Background: an optimization exercise with open tools, aiming at small area and a short achievable clock period. Do not read the settings as production practice. In this exercise RTL edits were held to simulation tests only and were not proved equivalent to the original.

## flow/design.v (module list and top-level ports; edited modules follow where they fit)
// module nr_temporal: 8188 lines
module nr_temporal (
    input  wire        clk,
    input  wire        rst,
    input  wire        cfg_we,
    input  wire [5:0]  cfg_addr,
    input  wire [31:0] cfg_wdata,
    input  wire        in_valid,
    input  wire [15:0] in_cur,      
    input  wire [15:0] in_ref,      
    input  wire        in_ref_ok,   
    input  wire [1:0]  in_x,        
    input  wire [1:0]  in_y,        
    output reg         out_valid,
    output reg  [15:0] out_pix
);
  // ...
==> flow/flow/run.sh <==
#!/bin/bash
# The standard layout (the standard.sh: standard synthesis and the ORFS
# flow to the final layout), with the input and output port buffers made of
# plain buffers (sky130_fd_sc_hd__buf_2) instead of the resizer's default
# pick. Every port still gets its own buffer.
set -o pipefail
export BUFFER_PORTS_ARGS="-buffer_cell sky130_fd_sc_hd__buf_2"
bash standard.sh finish > standard.log 2>&1
==> flow/standard.sh <==
#!/bin/bash
# synth_recipe.tcl (not shown) runs the flow's synth.tcl, then flattens the netlist and writes it again
# the make line also repeats each setting of config.mk as NAME=value (left out here)
make -C /OpenROAD-flow-scripts/flow DESIGN_CONFIG=/design/flow/config.mk WORK_HOME=/design/flow/orfs CLKGATE_MAP_FILE= SYNTH_SCRIPT=/design/flow/synth_recipe.tcl "${@:-finish}"
==> flow/config.mk <==
export PLATFORM = sky130hd
export DESIGN_NAME = nr_temporal
export DESIGN_NICKNAME = nr_temporal
export VERILOG_FILES = /design/flow/design.v
export SDC_FILE = /design/flow/constraint.sdc
export NUM_CORES = 4
export LEC_CHECK = 0
export CAP_MARGIN = 5
export CORE_MARGIN = 2
export CORE_UTILIZATION = 75
export CTS_CLUSTER_DIAMETER = 100
export CTS_CLUSTER_SIZE = 30
export SLEW_MARGIN = 5
==> flow/constraint.sdc <==
create_clock -name core_clock -period 80.0 [get_ports {clk}]
set_input_delay 16.0000 -clock core_clock [delete_from_list [all_inputs] [get_ports {clk}]]
set_output_delay 16.0000 -clock core_clock [all_outputs]
set_load 0.01 [all_outputs]
==> results_dict.tcl, run 1 <==
set metrics [dict create \
    holdCritStartpoint "p2_e[2]$_DFF_P_" \
    timing.rr.start "p2_den[0]$_DFF_P_" \
    post_cts_resized 0 \
    path_cells "buf_2" \
    ctsHoldBuffers 0 \
    regMostFlops "nz_e" \
    status "timing/DRC/antenna clean" \
    met1_length_um 57490 \
    synthAdderAreaFrac_pct 24.87 \
    ys_top_cells_by_count "1597 x nand2_1, 825 x dfxtp_1, 644 x a21oi_1, 585 x inv_1, 504 x fa_1" \
    layout-drive-gt1-share_pct 6.289 \
    hold_ws_ns 0.3154 \
    clock-sinks 825 \
    hold_viol 0 \
    fin_ws_ns 62.93 \
    final-clk-cell-share_pct 1.952 \
    cts_made_buffers 37 \
    wl_um 152800 \
    met3_usage_pct 6.562 \
    post-cts-setup-buffer-count 0 \
    met1_usage_pct 48.77 \
    fin_setup_tns_ns 0 \
    slew_headroom_pct 14.97 \
    crit_buf_inv 1 \
    arrival_ns 1.07 \
    synth_top_family_by_area "adder cells" \
    wl_met3_um 12890 \
    worstMarginPinSlew_ns 1.271 \
]
==> run 2, diff against run 1 <==
--- a/flow/design.v
+++ b/flow/design.v
@@ -17,22 +17,21 @@
     reg [16*16-1:0] nz_o;      
     reg [5:0]  kspan;     
     reg [7:0]  mg_lo, mg_hi;
     reg        dither;
     reg [1:0]  bsel;      
     reg        cw_rst;
     reg        cw_we;
     reg [5:0]  cw_addr;
-    reg [23:0] cw_data;
+    wire [23:0] cw_data;
     always @(posedge clk) begin
         cw_rst  <= rst;
         cw_we   <= cfg_we & ~rst;
         cw_addr <= cfg_addr;
-        cw_data <= cfg_wdata[23:0];
     end
     integer n;
     always @(posedge clk) begin
         if (cw_rst) begin
             for (n = 0; n < 17; n = n + 1)
                 nz_e[16*n +: 16] <= 16'd16;
             for (n = 0; n < 16; n = n + 1)
                 nz_o[16*n +: 16] <= 16'd16;
@@ -63,20 +62,22 @@
     reg        p0_v;
     reg [15:0] p0_c, p0_r;
     reg [3:0]  p0_xy;
     always @(posedge clk) begin
         if (rst)
             p0_v <= 1'b0;
         else
             p0_v <= in_valid;
-        p0_c  <= in_cur;
-        p0_r  <= in_ref_ok ? in_ref : in_cur;
+        p0_c  <= cfg_we ? cfg_wdata[15:0] : in_cur;
+        p0_r  <= {in_ref_ok ? in_ref[15:8] : in_cur[15:8],
+                  cfg_we ? cfg_wdata[23:16] : in_ref_ok ? in_ref[7:0] : in_cur[7:0]};
         p0_xy <= {in_y, in_x};
     end
+    assign cw_data = {p0_r[7:0], p0_c};
     reg [4:0]  knot;
     reg [10:0] pf;
     always @* begin
         case (bsel)
             2'd0:    begin knot = p0_c[7:3];   pf = {p0_c[2:0],  8'd0}; end
             2'd1:    begin knot = p0_c[9:5];   pf = {p0_c[4:0],  6'd0}; end
             2'd2:    begin knot = p0_c[11:7];  pf = {p0_c[6:0],  4'd0}; end
             default: begin knot = p0_c[15:11]; pf = p0_c[10:0];         end
@@ -3842,28 +3843,28 @@
     assign s2_s609 = s2_s537 ^ s2_c570 ^ s2_s571;
     assign s2_c610 = (s2_s537 & s2_c570) | (s2_s571 & (s2_s537 ^ s2_c570));
     assign s2_s611 = s2_s539 ^ s2_c572 ^ s2_s573;
     assign s2_c612 = (s2_s539 & s2_c572) | (s2_s573 & (s2_s539 ^ s2_c572));
     assign s2_s613 = s2_c540 ^ s2_c574 ^ s2_s575;
     assign s2_c614 = (s2_c540 & s2_c574) | (s2_s575 & (s2_c540 ^ s2_c574));
     assign s2_s615 = s2_a420 ^ s2_a435 ^ s2_c576;
     assign s2_c616 = (s2_a420 & s2_a435) | (s2_c576 & (s2_a420 ^ s2_a435));
-    assign s2_s617 = s2_a2 ^ s2_a17;
-    assign s2_c618 = s2_a2 & s2_a17;
-    assign s2_s619 = s2_a33 ^ s2_s269 ^ s2_c618;
-    assign s2_c620 = (s2_a33 & s2_s269) | (s2_c618 & (s2_a33 ^ s2_s269));
-    assign s2_s621 = s2_c270 ^ s2_s271 ^ s2_c620;
-    assign s2_c622 = (s2_c270 & s2_s271) | (s2_c620 & (s2_c270 ^ s2_s271));
-    assign s2_s623 = s2_a310 ^ s2_a325;
-    assign s2_c624 = s2_a310 & s2_a325;
-    assign s2_s625 = s2_a341 ^ s2_s577 ^ s2_c624;
-    assign s2_c626 = (s2_a341 & s2_s577) | (s2_c624 & (s2_a341 ^ s2_s577));
-    assign s2_s627 = s2_c578 ^ s2_s579 ^ s2_c626;
-    assign s2_c628 = (s2_c578 & s2_s579) | (s2_c626 & (s2_c578 ^ s2_s579));
+    assign s2_s617 = s2_a310 ^ s2_a325;
+    assign s2_c618 = s2_a310 & s2_a325;
+    assign s2_s619 = s2_a341 ^ s2_s577 ^ s2_c618;
+    assign s2_c620 = (s2_a341 & s2_s577) | (s2_c618 & (s2_a341 ^ s2_s577));
+    assign s2_s621 = s2_c578 ^ s2_s579 ^ s2_c620;
+    assign s2_c622 = (s2_c578 & s2_s579) | (s2_c620 & (s2_c578 ^ s2_s579));
+    assign s2_s623 = s2_a2 ^ s2_a17;
+    assign s2_c624 = s2_a2 & s2_a17;
+    assign s2_s625 = s2_a33 ^ s2_s269 ^ s2_c624;
+    assign s2_c626 = (s2_a33 & s2_s269) | (s2_c624 & (s2_a33 ^ s2_s269));
+    assign s2_s627 = s2_c270 ^ s2_s271 ^ s2_c626;
+    assign s2_c628 = (s2_c270 & s2_s271) | (s2_c626 & (s2_c270 ^ s2_s271));
     assign s2_dm629 = p1_e[0] ^ p1_e[16];
     assign s2_dm630 = p1_e[1] ^ p1_e[16];
     assign s2_dm631 = p1_e[2] ^ p1_e[16];
     assign s2_dm632 = p1_e[3] ^ p1_e[16];
     assign s2_dm633 = p1_e[4] ^ p1_e[16];
     assign s2_dm634 = p1_e[5] ^ p1_e[16];
     assign s2_dm635 = p1_e[6] ^ p1_e[16];
     assign s2_dm636 = p1_e[7] ^ p1_e[16];
@@ -3902,18 +3903,18 @@
     assign s2_s669 = s2_dm640 ^ ~s2_c302;
     assign s2_c670 = s2_dm640 & ~s2_c302;
     assign s2_s671 = s2_dm641 ^ ~s2_c304;
     assign s2_c672 = s2_dm641 & ~s2_c304;
     assign s2_s673 = s2_dm642 ^ ~s2_c306;
     assign s2_c674 = s2_dm642 & ~s2_c306;
     assign s2_s675 = s2_dm643 ^ ~s2_a128;
     assign s2_c676 = s2_dm643 & ~s2_a128;
-    assign s2_s677 = ~s2_c622 ^ 1'b1;
-    assign s2_c678 = ~s2_c622 & 1'b1;
+    assign s2_s677 = ~s2_c628 ^ 1'b1;
+    assign s2_c678 = ~s2_c628 & 1'b1;
     assign s2_s679 = ~s2_c274 ^ ~s2_s275 ^ s2_c646;
     assign s2_c680 = (~s2_c274 & ~s2_s275) | (s2_c646 & (~s2_c274 ^ ~s2_s275));
     assign s2_s681 = ~s2_c276 ^ ~s2_s277;
     assign s2_c682 = ~s2_c276 & ~s2_s277;
     assign s2_s683 = ~s2_c278 ^ ~s2_s279;
     assign s2_c684 = ~s2_c278 & ~s2_s279;
     assign s2_s685 = ~s2_c280 ^ ~s2_s281 ^ s2_s647;
     assign s2_c686 = (~s2_c280 & ~s2_s281) | (s2_s647 & (~s2_c280 ^ ~s2_s281));
@@ -4099,18 +4100,18 @@
     assign s2_y866 = s2_p750 ^ s2_G837;
     assign s2_y867 = s2_p752 ^ s2_G839;
     assign s2_y868 = s2_p754 ^ s2_G841;
     assign s2_y869 = s2_p756 ^ s2_G843;
     assign s2_y870 = s2_p758 ^ s2_G845;
     assign s2_y871 = s2_p760 ^ s2_G847;
     assign s2_s872 = s2_c580 ^ s2_s581;
     assign s2_c873 = s2_c580 & s2_s581;
-    assign s2_s874 = ~s2_c272 ^ ~s2_s273 ^ s2_c628;
-    assign s2_c875 = (~s2_c272 & ~s2_s273) | (s2_c628 & (~s2_c272 ^ ~s2_s273));
+    assign s2_s874 = ~s2_c272 ^ ~s2_s273 ^ s2_c622;
+    assign s2_c875 = (~s2_c272 & ~s2_s273) | (s2_c622 & (~s2_c272 ^ ~s2_s273));
     assign s2_s876 = s2_c582 ^ s2_s583 ^ ~s2_c274;
     assign s2_c877 = (s2_c582 & s2_s583) | (~s2_c274 & (s2_c582 ^ s2_s583));
     assign s2_s878 = s2_c584 ^ s2_s585;
     assign s2_c879 = s2_c584 & s2_s585;
     assign s2_s880 = s2_c586 ^ s2_s587;
     assign s2_c881 = s2_c586 & s2_s587;
     assign s2_s882 = s2_c588 ^ s2_s589;
     assign s2_c883 = s2_c588 & s2_s589;
@@ -4137,18 +4138,18 @@
     assign s2_s904 = s2_c610 ^ s2_s611;
     assign s2_c905 = s2_c610 & s2_s611;
     assign s2_s906 = s2_c612 ^ s2_s613;
     assign s2_c907 = s2_c612 & s2_s613;
     assign s2_s908 = s2_c614 ^ s2_s615;
     assign s2_c909 = s2_c614 & s2_s615;
     assign s2_s910 = s2_a436 ^ s2_c616;
     assign s2_c911 = s2_a436 & s2_c616;
-    assign s2_s912 = ~s2_c622 ^ 1'b1;
-    assign s2_c913 = ~s2_c622 & 1'b1;
+    assign s2_s912 = ~s2_c628 ^ 1'b1;
+    assign s2_c913 = ~s2_c628 & 1'b1;
     assign s2_s914 = ~s2_s275 ^ s2_c873 ^ s2_c875;
     assign s2_c915 = (~s2_s275 & s2_c873) | (s2_c875 & (~s2_s275 ^ s2_c873));
     assign s2_s916 = ~s2_c276 ^ ~s2_s277 ^ s2_c877;
     assign s2_c917 = (~s2_c276 & ~s2_s277) | (s2_c877 & (~s2_c276 ^ ~s2_s277));
     assign s2_s918 = ~s2_c278 ^ ~s2_s279 ^ s2_c879;
     assign s2_c919 = (~s2_c278 & ~s2_s279) | (s2_c879 & (~s2_c278 ^ ~s2_s279));
     assign s2_s920 = ~s2_c280 ^ ~s2_s281 ^ s2_c881;
     assign s2_c921 = (~s2_c280 & ~s2_s281) | (s2_c881 & (~s2_c280 ^ ~s2_s281));
==> flow/config.mk (replaced) <==
export PLATFORM = sky130hd
export DESIGN_NAME = nr_temporal
export DESIGN_NICKNAME = nr_temporal
export VERILOG_FILES = /design/flow/design.v
export SDC_FILE = /design/flow/constraint.sdc
export NUM_CORES = 4
export LEC_CHECK = 0
export CAP_MARGIN = 5
export CORE_MARGIN = 2
export CORE_UTILIZATION = 75
export CTS_CLUSTER_DIAMETER = 100
export CTS_CLUSTER_SIZE = 25
export SLEW_MARGIN = 5
==> results_dict.tcl, run 2 <==
set metrics [dict create \
    status "timing/DRC/antenna clean" \
    synthCells 6371 \
    cts_root_buffer "clkbuf_16" \
    clk_pin_slew_ns 0.09 \
    seq_area_frac_synth_pct 28.21 \
    hold_viol 0 \
    ys_top_cells_by_area "dfxtp_1 28%, fa_1 18%, nand2_1 9.2%" \
    wl_um 148400 \
    design.portCount 96 \
    num_rows 100 \
    core-area_um2 74700 \
    gr-total-overflow 0 \
    synth_compound_area_share_pct 11.40 \
    nets 7122 \
    die_y_um 279.3 \
    synth_seq_cells 801 \
    ys_types 91 \
    grt_pass1_wl_um 236100 \
    worstSetupStartpointType "register" \
    cts_made_buffers 41 \
    hold_ws_ns 0.3252 \
    clock_latency_ns 0.63 \
    synthAdderAreaFrac_pct 25.04 \
    grt_setup_unrepaired "no" \
    yosys.area.top_type_share_pct 28.21 \
    slew_headroom_pct 15.96 \
    nFillCells 5187 \
    syn_nets 7285 \
    globalplace.congestion 0.9578 \
    synth_edf_count 0 \
    crit_required_ns 64.00 \
    setup_viol 0 \
    layout-drive-gt1-share_pct 8.458 \
    synth_top_family_by_area "adder cells" \
    grt_pass1_vias 45030 \
    post_cts_resized 0 \
    crit_fanout 1 \
    track_usage_pct 38.34 \
    timing.max_cap.violations 0 \
    layout.cells.non_filler 7188 \
    synth-simple-area-share_pct 15.70 \
    die_width_um 279.3 \
    clock_skew_ns 0.02497 \
    synthToLayoutAreaGrowth_pct 3.874 \
    start_util_pct 76.09 \
    worstMarginPinSlew_ns 1.258 \
    timing.fmax_mhz 58.62 \
    period_needed_ns 17.06 \
    final_common_cell "nand2_1" \
    min_path_type "reg2reg" \
    die-area_um2 78000 \
    htreeDepth 2 \
    layout_common_cells "1396 x nand2_1, 784 x dfxtp_1, 634 x a21oi_1" \
    path_cells "buf_2" \
    synthArstFlopShare_pct 0 \
    detail-route-antenna-nets 0 \
    final_util_pct 79.04 \
    hpwl_um 105200 \
    drt_pass1_iterations 8 \
    grt_start_max_net_pins 216 \
    first_iter_violations 3927 \
    slowest_delay_ns 0.32 \
    synth-xor-area-share_pct 4.403 \
    ys_warn_count 1 \
    largest_reg_flops 272 \
    period_share_pct 21.32 \
    fin_setup_tns_ns 0 \
    arrival_ns 1.06 \
    path_class "reg2out" \
    antenna_found_initial 2 \
    clock-sinks 801 \
    portBuffers 87 \
    antenna_cells 0 \
    drc 0 \
    critPathTopFamily "flip-flops" \
    ctsHoldBuffers 0 \
    ys_top_cells_by_count "1396 x nand2_1, 801 x dfxtp_1, 634 x a21oi_1, 590 x inv_1, 504 x fa_1" \
    wl_per_cell_um 20.65 \
    post-cts-setup-buffer-count 0 \
    slowest_stage "dfxtp_1" \
    clock_path_buffers 3 \
    via_per_inst 6.187 \
    regMostFlops "nz_e" \
    num_vias 44470 \
    drv_slew 0 \
    yosys-mux-area-fraction_pct 8.640 \
    synth_area_leader_cell "dfxtp_1" \
    crit_buf_inv 1 \
    place_inst 7134 \
    yosys_most_used_dff "dfxtp_1" \
    cts_tree "built" \
    yosysMostFrequentCell "nand2_1" \
    reg_top3 "nz_e (272), nz_o (256), p2_num (25)" \
    cp-end-kind "output port" \
    syn-mean-instance-area_um2 8.921 \
    synth_area_um2 56840 \
]
-- run 2: changes by cell type in the layout (fill, tap and decap cells not counted), moves of 40 or more --
cell      before   now
a211oi_1      91    24
nor2_1       164   204
nand2_1     1597  1396
and2_1       275   214
mux4_2        68   138
-- run 2: final cells by class --
cell class	count	area [µm²]	area share [%]
well taps	969	1212	2.054
inverters	599	2248	3.808
flip-flops and latches	801	16060	27.20
multi-input cells	4581	37140	62.90
clock buffers	43	1055	1.787
clock inverters	11	152.6	0.2585
repair buffers	184	1176	1.992
-- run 2: worst paths after layout --
| check | from | to | slack, ns | cells past startpoint |
|---|---|---|---|---|
| worst max-delay path | out_pix[13]$_DFF_P_ | out_pix[13] | 62.94 | 1 |
| worst max register to register | p2_den[1]$_DFF_P_ | p3_q[0]$_DFF_P_ | 66.66 | 55 |
| worst min-delay path | p2_e[15]$_DFF_P_ | p3_e[15]$_DFF_P_ | 0.33 | 0 |
| worst min register to register | p2_e[15]$_DFF_P_ | p3_e[15]$_DFF_P_ | 0.33 | 0 |
-- run 2: cell families (layout without fill, tap and decap cells) --
| kind of cell | after synthesis | count (layout) |
|---|---|---|
| compound gates | 1090 | 1090 |
| buf+inv | 989 | 837 |
| fa+ha+maj | 835 | 835 |
| xor+xnor | 284 | 284 |
| flops | 801 | 801 |
| mux | 303 | 303 |
| simple gates | 2069 | 2069 |
-- run 2: metal layers --
layer / vias to the layer above / part of all wire [%] / global-route usage [%]
li1: 20400 / - / -
met4: 2 / 7.1 / 24.65
met3: 503 / 7.5 / 5.505
met1: 21660 / 37 / 46.04
met5: - / 0.0081 / 0
met2: 1907 / 48 / 64.99
-- run 2: through the flow --
| step | setup slack [ns] | cell area (µm²) |
|---|---|---|
| global placement | 62.89 | 57830 |
| floorplan | 62.81 | 56840 |
| finish | 62.94 | 59040 |
| CTS | 62.91 | 59040 |
| detailed placement | 62.89 | 57830 |
| global route | 62.90 | 59040 |
==> run 3, diff against run 2 <==
--- a/flow/config.mk
+++ b/flow/config.mk
@@ -10,3 +10,3 @@
 export CORE_UTILIZATION = 75
-export CTS_CLUSTER_DIAMETER = 100
+export CTS_CLUSTER_DIAMETER = 150
 export CTS_CLUSTER_SIZE = 25
==> results_dict.tcl, run 3 <==
set metrics [dict create \
    portBuffers 87 \
    worstSetupStartpointType "register" \
    track_usage_pct 38.28 \
    drc 0 \
    design.portCount 96 \
    status "timing/DRC/antenna clean" \
    num_vias 44600 \
    crit_required_ns 64.00 \
    die_width_um 279.3 \
    cts_made_buffers 38 \
    cts_tree "built" \
    antenna_cells 0 \
    clock_latency_ns 0.64 \
    hold_viol 0 \
    synthCells 6371 \
    grt_pass1_wl_um 235900 \
    worstMarginPinSlew_ns 1.177 \
    fin_setup_tns_ns 0 \
    ys_top_cells_by_area "dfxtp_1 28%, fa_1 18%, nand2_1 9.2%" \
    slew_headroom_pct 21.35 \
    largest_reg_flops 272 \
    post-cts-setup-buffer-count 0 \
    met3_usage_pct 5.379 \
    num_rows 100 \
    drv_slew 0 \
    ys_warn_count 1 \
    regMostFlops "nz_e" \
    first_iter_violations 3908 \
    gr-total-overflow 0 \
    final_common_cell "nand2_1" \
    clock_path_buffers 3 \
    die-area_um2 78000 \
    synth_seq_cells 801 \
    grt_pass1_vias 45020 \
    crit_fanout 1 \
    use_met2_pct 65.29 \
    crit_buf_inv 1 \
    final_util_pct 78.82 \
    cp-end-kind "output port" \
    grt_setup_unrepaired "no" \
    wl_per_cell_um 20.64 \
    slowest_stage "dfxtp_1" \
    layout_common_cells "1396 x nand2_1, 784 x dfxtp_1, 634 x a21oi_1" \
    clock-sinks 801 \
    start_util_pct 76.09 \
    grt-busiest-layer "met2" \
    synth_edf_count 0 \
    clk_pin_slew_ns 0.10 \
    timing.fmax_mhz 58.59 \
    via_per_inst 6.214 \
    synthArstFlopShare_pct 0 \
    die_y_um 279.3 \
    yosys.area.top_type_share_pct 28.21 \
    period_share_pct 21.33 \
    core-area_um2 74700 \
    antenna_found_initial 1 \
    hold_ws_ns 0.3251 \
    synth_area_leader_cell "dfxtp_1" \
    critPathTopFamily "flip-flops" \
    syn-mean-instance-area_um2 8.921 \
    detail-route-antenna-nets 0 \
    path_class "reg2out" \
    ctsHoldBuffers 0 \
    yosysMostFrequentCell "nand2_1" \
    synth_area_um2 56840 \
    layout-drive-gt1-share_pct 8.311 \
    slowest_delay_ns 0.31 \
    path_cells "buf_2" \
    reg_top3 "nz_e (272), nz_o (256), p2_num (25)" \
    clock_skew_ns 0.05012 \
    cts_root_buffer "clkbuf_16" \
    arrival_ns 1.07 \
    yosys_most_used_dff "dfxtp_1" \
    ys_types 91 \
    grt_start_max_net_pins 216 \
    seq_area_frac_synth_pct 28.21 \
    globalplace.congestion 0.9578 \
    post_cts_resized 0 \
    met1_usage_pct 45.99 \
    nFillCells 5212 \
    setup_viol 0 \
    nets 7119 \
    wl_um 148200 \
    ys_top_cells_by_count "1396 x nand2_1, 801 x dfxtp_1, 634 x a21oi_1, 590 x inv_1, 504 x fa_1" \
    htreeDepth 2 \
    synthToLayoutAreaGrowth_pct 3.590 \
    drt_pass1_iterations 6 \
    timing.max_cap.violations 0 \
    min_path_type "reg2reg" \
    syn_nets 7285 \
    hpwl_um 105200 \
    period_needed_ns 17.07 \
]
==> run 3: metal layers <==
metal | part of all wire [%] | up-vias
met5 | 0.0081 | -
met4 | 7.0 | 2
met3 | 7.7 | 509
met2 | 49 | 1965
met1 | 37 | 21740
li1 | - | 20390
==> run 3: worst paths after layout <==
check	start	slack, ns	end	cells past startpoint
hold / removal	p2_c[11]$_DFF_P_	0.33	p3_c[11]$_DFF_P_	0
setup / recovery	out_valid$_SDFF_PP0_	62.93	out_valid	1
hold reg to reg	p2_c[11]$_DFF_P_	0.33	p3_c[11]$_DFF_P_	0
setup reg to reg	p2_den[1]$_DFF_P_	66.60	p3_q[0]$_DFF_P_	55
==> run 3: layout make-up <==
| cell class | count | area [µm²] | area share [%] |
|---|---|---|---|
| timing repair buffer | 184 | 1176 | 1.998 |
| sequential | 801 | 16060 | 27.27 |
| inverter | 599 | 2248 | 3.819 |
| tap | 969 | 1212 | 2.059 |
| clock buffer | 39 | 954.7 | 1.621 |
| clock inverter | 5 | 91.34 | 0.1551 |
| multi-input combinational | 4581 | 37140 | 63.07 |
==> run 3: per-stage QoR <==
step / worst slack, ns / area (µm²) / std cells
2_1_floorplan: 62.81 / 56840 / 6371
3_3_place_gp: 62.89 / 57830 / 7134
3_5_place_dp: 62.89 / 57830 / 7134
4_1_cts: 62.92 / 58880 / 7178
5_1_grt: 62.91 / 58880 / 7178
6_report: 62.93 / 58880 / 7178
==> run 3: cell families after synthesis <==
kind of cell               after synthesis  synth area share, %
and+or+nand+nor                       2069                15.70
AOI/OAI and AO/OA                     1090                11.40
buffers and inverters                  989                6.611
DFF                                    801                28.21
muxes                                  303                8.640
adders and majority gates              835                25.04
xor gates and xnor gates               284                4.403
==> run 4, diff against run 3 <==
--- a/flow/config.mk
+++ b/flow/config.mk
@@ -9,3 +9,3 @@
 export CORE_MARGIN = 2
-export CORE_UTILIZATION = 75
+export CORE_UTILIZATION = 85
 export CTS_CLUSTER_DIAMETER = 150
==> results_dict.tcl, run 4 <==
set metrics [dict create \
    ctsHoldBuffers 0 \
    period_share_pct 21.38 \
    synth_area_leader_cell "dfxtp_1" \
    yosys.area.top_type_share_pct 28.21 \
    drv_slew 0 \
    post_cts_resized 0 \
    die_y_um 262.6 \
    slowest_delay_ns 0.32 \
    via_per_inst 6.700 \
    timing.fmax_mhz 58.47 \
    detail-route-antenna-nets 0 \
    layout-drive-gt1-share_pct 8.118 \
    clk_pin_slew_ns 0.11 \
    largest_reg_flops 272 \
    cts_root_buffer "clkbuf_16" \
    first_iter_violations 5663 \
    seq_area_frac_synth_pct 28.21 \
    synth_edf_count 0 \
    syn-mean-instance-area_um2 8.921 \
    gr-total-overflow 0 \
    layout_common_cells "1396 x nand2_1, 784 x dfxtp_1, 634 x a21oi_1" \
    arrival_ns 1.10 \
    worst-path-stages 1 \
    cts_made_buffers 38 \
    grt_pass1_wl_um 256100 \
    ys_types 91 \
    start_util_pct 86.14 \
    core-area_um2 65980 \
    drt_pass1_iterations 9 \
    clock-sinks 801 \
    syn_nets 7285 \
    wl_um 162800 \
    fin_ws_ns 62.90 \
    synthCells 6371 \
    hold_ws_ns 0.3268 \
    ys_top_cells_by_area "dfxtp_1 28%, fa_1 18%, nand2_1 9.2%" \
    htreeDepth 2 \
    hold_viol 0 \
    final_util_pct 88.89 \
    grt_setup_unrepaired "no" \
    timing.max_cap.violations 0 \
    slowest_stage "dfxtp_1" \
    crit_buf_inv 1 \
    critPathTopFamily "flip-flops" \
    grt_start_max_net_pins 256 \
    fin_setup_tns_ns 0 \
    track_usage_pct 47.10 \
    crit_fanout 1 \
    synthToLayoutAreaGrowth_pct 3.192 \
    hpwl_um 110100 \
    portBuffers 87 \
    die-area_um2 68950 \
    synth_seq_cells 801 \
    synth_area_um2 56840 \
    worstSetupStartpointType "register" \
    yosysMostFrequentCell "nand2_1" \
    design_area_um2 58650 \
    clock_skew_ns 0.06381 \
    cp-end-kind "output port" \
    placed_area_um2 57610 \
    regMostFlops "nz_e" \
    yosys_most_used_dff "dfxtp_1" \
    path_cells "buf_2" \
    wl_per_cell_um 23.05 \
    post-cts-setup-buffer-count 0 \
    period_needed_ns 17.10 \
    drc 0 \
    num_vias 47320 \
    post-place-ws_ns 62.90 \
    final_common_cell "nand2_1" \
    num_rows 94 \
    cts_tree "built" \
    crit_required_ns 64.00 \
    ys_top_cells_by_count "1396 x nand2_1, 801 x dfxtp_1, 634 x a21oi_1, 590 x inv_1, 504 x fa_1" \
    reg_top3 "nz_e (272), nz_o (256), p2_num (25)" \
    status "timing/DRC/antenna clean" \
    worstMarginPinSlew_ns 1.364 \
    die_width_um 262.6 \
    ys_warn_count 1 \
    min_path_type "reg2reg" \
    r2r_slack_ns 66.12 \
    globalplace.congestion 0.9965 \
    reg2regPathDepth 56 \
    clock_latency_ns 0.67 \
    synthArstFlopShare_pct 0 \
    design.portCount 96 \
    clock_path_buffers 3 \
    nets 7106 \
    antenna_found_initial 2 \
    path_class "reg2out" \
    whs_path_depth 0 \
    setup_viol 0 \
    grt_pass1_vias 49430 \
    slew_headroom_pct 9.097 \
]
-- run 4: logic make-up after synthesis --
| kind of cell | after synthesis | synth area share, % |
|---|---|---|
| multiplexers | 303 | 8.640 |
| buffers and inverters | 989 | 6.611 |
| AND/OR/NAND/NOR | 2069 | 15.70 |
| flip-flops | 801 | 28.21 |
| AO/OA/AOI/OAI | 1090 | 11.40 |
| adder cells (fa/ha/maj) | 835 | 25.04 |
| XOR/XNOR | 284 | 4.403 |
-- run 4: final cells by class --
type | count | area (µm²)
clock buffers | 40 | 979.7
inverters | 599 | 2248
well taps | 864 | 1081
fillers | 3198 | 7328
diodes | 2 | 5.005
clock inverters | 4 | 57.56
multi-input cells | 4581 | 37140
repair buffers | 171 | 1079
flip-flops and latches | 801 | 16060
-- run 4: final timing paths --
| kind | start | end |
|---|---|---|
| hold reg to reg | p2_e[5]$_DFF_P_ | p3_e[5]$_DFF_P_ |
| hold / removal | p2_e[5]$_DFF_P_ | p3_e[5]$_DFF_P_ |
| setup / recovery | out_valid$_SDFF_PP0_ | out_valid |
| setup reg to reg | p2_den[0]$_DFF_P_ | p3_q[0]$_DFF_P_ |
-- run 4: layer usage --
| layer | GRT usage [%] | routed length, µm | vias to the layer above |
|---|---|---|---|
| met1 | 51.97 | 52700 | 22590 |
| met2 | 77.98 | 76770 | 3268 |
| li1 | - | - | 20380 |
| met4 | 38.21 | 15340 | 2 |
| met5 | 0 | 13 | - |
| met3 | 11.38 | 17960 | 1076 |
-- run 4: through the flow --
stage,instances
3_3_place_gp,7016
6_report,7062
5_1_grt,7061
2_1_floorplan,6371
4_1_cts,7060
3_5_place_dp,7016

## separate check: timing with driven ports
The results above use ideal ports. As a check the final layouts listed here were re-extracted and re-timed, cells and wires unchanged. Step 1, drivers: a clkbuf_16 drives clk and a buf_2 each remaining input, both assumed. Step 2 adds t to the input delays and takes it off the output delays; t is the mean of the earliest and latest rising clock arrival at the registers after step 1. Input paths then give back, and output paths get back, about the clock's delay inside the block. Slacks: no drivers / after step 1 / after step 2; pairs: no drivers / after step 1.
run	t (ns)	setup slack, ns	worst register clock-pin slew, ns	worst slew at a driven data input, ns
run 1	0.678	62.932 / 62.858 / 63.137	0.12 / 0.12	0.05
run 2	0.690	62.941 / 62.866 / 62.891	0.10 / 0.10	0.05
run 3	0.680	62.933 / 62.863 / 62.867	0.10 / 0.10	0.05
run 4	0.713	62.897 / 62.827 / 62.662	0.12 / 0.12	0.09
After both steps setup and hold are still met in every run listed. For run 4, which loses most, drivers alone change the setup slack by -0.070 ns; drivers and shift together by -0.235 ns.
